Context: an optimization exercise on an open-source flow, tuned for small area and a short achievable clock period. The choices shown serve that exercise and are no tape-out recipe. RTL that was checked went through simulation tests only; none was proved equivalent to the original. Power is estimated from default activity; no workload was simulated.

## v6
// chan_decim
module chan_decim (
    input  wire        clk,
    input  wire        rst,         
    input  wire        bit_valid,
    input  wire        bit_in,
    output wire        out_valid,
    output wire [39:0] out_v
);
Settings: LEC_CHECK=0, CAP_MARGIN=20, CORE_MARGIN=2, CORE_UTILIZATION=70, CTS_CLUSTER_DIAMETER=60, CTS_CLUSTER_SIZE=24, SLEW_MARGIN=20; clock period 12.0 ns.
standard.sh (not shown) runs the stock make flow with config.mk's settings and CLKGATE_MAP_FILE= SYNTH_SCRIPT=/design/flow/synth_recipe.tcl, a recipe that flattens the netlist after the stock synthesis.
==> flow/flow/run.sh <==
#!/bin/bash
# Standard layout (the standard.sh, standard synthesis unchanged) with
# timing repair aimed at a setup slack margin, so the resizer also works on
# paths that already meet the 12 ns clock. Output goes to flow_make.log.
set -euo pipefail
export SETUP_SLACK_MARGIN=8.5
bash standard.sh > flow_make.log 2>&1
Here is what was changed in the inputs of v7 compared with v6.
==> flow/flow/run.sh <==
#!/bin/bash
# Standard layout (the standard.sh, standard synthesis unchanged) with
# timing repair aimed at a setup slack margin, so the resizer also works on
# paths that already meet the 12 ns clock. Output goes to flow_make.log.
set -euo pipefail
export SETUP_SLACK_MARGIN=8.3
bash standard.sh > flow_make.log 2>&1
--- outcome ---
Higher tightest hold margin among v7 and v6: v7
Looking only at ratio of final minimum period to clock period, and setting everything else aside, the lower value of v7 and v6 goes to v6.
v6 ended up with u_fir.xr[13] as its worst setup path startpoint; v7 ended up with u_fir.v_valid.
NOTE power density of the placed cells v6->v7 increased slightly
v7 has less setup slack than v6.
v7: number of cells on the worst reg-to-reg path 2 below v6
Between v7 and v6, the difference in post-place instance area is negligible.
Function was not checked in any run of this note: the RTL went through the layout flow alone.

* * *

== run 1 ==
chan_decim, a different RTL version from the one above (not shown whole).
For scale: ~1900 flip-flops, ~60000 um^2 of cells after synthesis.
export LEC_CHECK = 0
export CAP_MARGIN = 20
export CORE_MARGIN = 2
export CORE_UTILIZATION = 70
export CTS_CLUSTER_DIAMETER = 60
export CTS_CLUSTER_SIZE = 24
export SLEW_MARGIN = 20
create_clock -name core_clock -period 12.0 [get_ports {clk}]
==> flow/flow/run.sh <==
#!/bin/bash
# Standard layout (the standard.sh, standard synthesis unchanged) with
# timing repair aimed at a setup slack margin, so the resizer also works on
# paths that already meet the 12 ns clock, and with buf_4 port buffers.
# Output goes to flow_make.log; each tool also logs under orfs/logs.
set -euo pipefail
export SETUP_SLACK_MARGIN=8.6
export BUFFER_PORTS_ARGS="-buffer_cell sky130_fd_sc_hd__buf_4"
bash standard.sh > flow_make.log 2>&1
## Diff of input files: run 2 against run 1
- GPL_ROUTABILITY_DRIVEN: unset -> 0
==> flow/flow/run.sh <==
#!/bin/bash
# Standard layout (the standard.sh, standard synthesis unchanged) with
# timing repair aimed at a setup slack margin, so the resizer also works on
# paths that already meet the 12 ns clock. Output goes to flow_make.log.
set -euo pipefail
export SETUP_SLACK_MARGIN=8.3
bash standard.sh > flow_make.log 2>&1
Results
- Compared with run 1, run 2 shows data-path buffer share of cell area in the final layout lower by 1.4 points.
- The worst relative slew slack was comparable across run 1 and run 2.
- Detailed route wirelength on metal3 down about 2.6% in run 2 wrt run 1
- The flow did not stop early for run 2: all stages ran, and the layout cleared the timing, design-rule and antenna checks.
- Run 1: flow completed, timing, DRC and antenna clean
- Post-layout minimum cycle time, run 1 and run 2: larger value in run 2
- A master of the slowest instance on the critical path of sky130_fd_sc_hd__dfxtp_2 is what run 2 shows, while sky130_fd_sc_hd__fa_2 belongs to run 1.
- Against run 1, via count of the first global-routing pass in run 2 fell by a few percent.
- Going from run 1 to run 2, area occupied by multi-input gates lost about 3%; count of clock-buffer cells in the layout dropped about 1.8%.
- Critical path's largest stage delay, run 1 and run 2: larger value in run 1
- Period utilization: run 2 vs run 1 up 0.39 points
- In the metrics for run 1 and run 2, the one carrying the higher sequential share of layout area is run 2.
Changes in run 3 relative to run 2:
- GPL_ROUTABILITY_DRIVEN: 0 -> unset
Notes after the runs:
Higher layout-stage area growth over the synthesis result among run 3 and run 2: run 3. Per the comparison of run 3 with run 2, total of clock buffers placed in the layout saw an increase; timing-limited maximum frequency saw little to no change; utilization saw little to no change; worst-case headroom to the max-slew limit saw a decrease. Cell leakage power delta for run 3 relative to run 2: 0.35% higher. The clock group share of total power in run 3 sits 0.3 points below the value recorded for run 2. Any difference in final cycle utilization of the critical path between run 2 and run 3 is small enough to ignore. First-pass detailed-route iteration total down 1 in run 3 wrt run 2. Run 3 did not stop at any stage, and its layout met the timing, design-rule and antenna checks. Wire length of the first global-routing pass: run 3 vs run 2 up about 8%. Against run 2, run 3 comes in 0.044 ns higher on slew of the pin with the lowest slew margin.
Edits applied to the flow inputs when going from run 3 to run 4:
- a change of CORE_UTILIZATION from 70 to 72
==> run summary <==
Sequential portion of the cell area: run 4 vs run 3 up 0.21 points
Vias: run 4 more than run 3
Run 4 vs run 3 — time the final worst path needs with I/O delays and setup rose 0.019 ns.
Compared run 4 vs run 3, and number of buffers inserted by post-CTS setup repair is down in run 4.
Maximum achievable frequency, run 3 and run 4: higher on run 3
Run 4 vs run 3: number of antenna violations at the first check in global routing down in run 4
Inputs modified between run 4 and run 5:
- swapping 72 for 70 in CORE_UTILIZATION
--- a/flow/flow/run.sh
+++ b/flow/flow/run.sh
@@ -5,3 +5,3 @@
 set -euo pipefail
-export SETUP_SLACK_MARGIN=8.3
+export SETUP_SLACK_MARGIN=8.6
 bash standard.sh > flow_make.log 2>&1
==> run summary <==
Compared with run 4, the detailed router inserted more vias in run 5.
Compared with run 4, run 5 improves first-pass GRT wire length.
A capturing element of the worst setup path of out_v[36] is what run 4 shows, while out_v[21] belongs to run 5.
Data arrival time of the worst path down 0.07 ns in run 5 wrt run 4
The non-clock buffer count in run 5 sits 77 above the value recorded for run 4.
Compared with run 4, run 5 shows aggregate global-route resource usage lower by 0.56 points.
On fmax, run 4 loses to run 5.
Routed length on met3: run 5 vs run 4 up about 14%

* * *

Another version of the RTL of chan_decim (not shown whole).
For scale: roughly 4500 cells after synthesis, ~45 I/O pins, ~59000 µm² of cells after synthesis.
==> flow/config.mk <==
export PLATFORM = sky130hd
export DESIGN_NAME = chan_decim
export DESIGN_NICKNAME = chan_decim
export VERILOG_FILES = /design/flow/design.v
export SDC_FILE = /design/flow/constraint.sdc
export NUM_CORES = 4
export LEC_CHECK = 0
export CAP_MARGIN = 20
export CORE_MARGIN = 2
export CORE_UTILIZATION = 70
export CTS_CLUSTER_DIAMETER = 50
export CTS_CLUSTER_SIZE = 20
export SLEW_MARGIN = 20
==> flow/constraint.sdc <==
create_clock -name core_clock -period 12.0 [get_ports {clk}]
set_input_delay 2.4000 -clock core_clock [delete_from_list [all_inputs] [get_ports {clk}]]
set_output_delay 2.4000 -clock core_clock [all_outputs]
set_load 0.01 [all_outputs]
==> flow/flow/run.sh <==
#!/bin/bash
# Standard layout (the standard.sh, standard synthesis unchanged) with
# timing repair aimed at a setup slack margin, so the resizer also works on
# paths that already meet the 12 ns clock. Output goes to flow_make.log.
set -euo pipefail
export SETUP_SLACK_MARGIN=8.3
bash standard.sh > flow_make.log 2>&1
Change:
CORE_UTILIZATION = 65   (was 70)
CTS_CLUSTER_DIAMETER = 60   (was 50)
CTS_CLUSTER_SIZE = 24   (was 20)
=> Clock power went down by 13%; hold slack is about the same; routed wire length went down by 16%; sequential power barely changes; power went down by 5.8%; final area went down by 1.3%; worst setup slack is better by 0.085 ns; non-clock buffer count went down by 11; first-iteration DRC count went down by 15%; final cell count stays flat; global-route usage went down by 6.3 points.

## separate check: timing with driven ports
How much do the figures lean on ideal ports? The routed layouts below were timed once more, with nothing changed but the port constraints. Step 1: set_driving_cell puts a clkbuf_16 on clk and a buf_2 on each other input, an assumption about the parent block. Step 2 times the ports against the registers' clock, not the clock port: input delays grow and output delays shrink by t, the midpoint of the rising clock arrivals with the driver on. Three values: ideal ports, drivers, drivers and shift; two values: the first two.
run	t (ns)	setup WS [ns]	worst setup path at the end	worst register clock-pin slew, ns	worst slew at a driven data input, ns
v6	0.765	8.389 / 8.327 / 8.389	register to register	0.11 / 0.11	0.03
v7	0.756	8.349 / 8.277 / 8.377	register to register	0.10 / 0.10	0.03
run 1	0.754	8.402 / 8.354 / 8.402	register to register	0.10 / 0.10	0.03
run 2	0.756	8.355 / 8.285 / 8.405	register to register	0.10 / 0.10	0.03
run 3	0.768	8.359 / 8.292 / 8.420	register to register	0.09 / 0.09	0.03
run 4	0.745	8.340 / 8.272 / 8.390	register to register	0.09 / 0.09	0.03
run 5	0.766	8.407 / 8.336 / 8.424	register to register	0.10 / 0.10	0.03
the first run of note 3	0.814	8.214 / 8.214 / 8.214	register to register	0.10 / 0.10	0.03
the second run of note 3	0.773	8.299 / 8.299 / 8.299	register to register	0.09 / 0.09	0.03
After both steps every run listed still meets setup and hold.
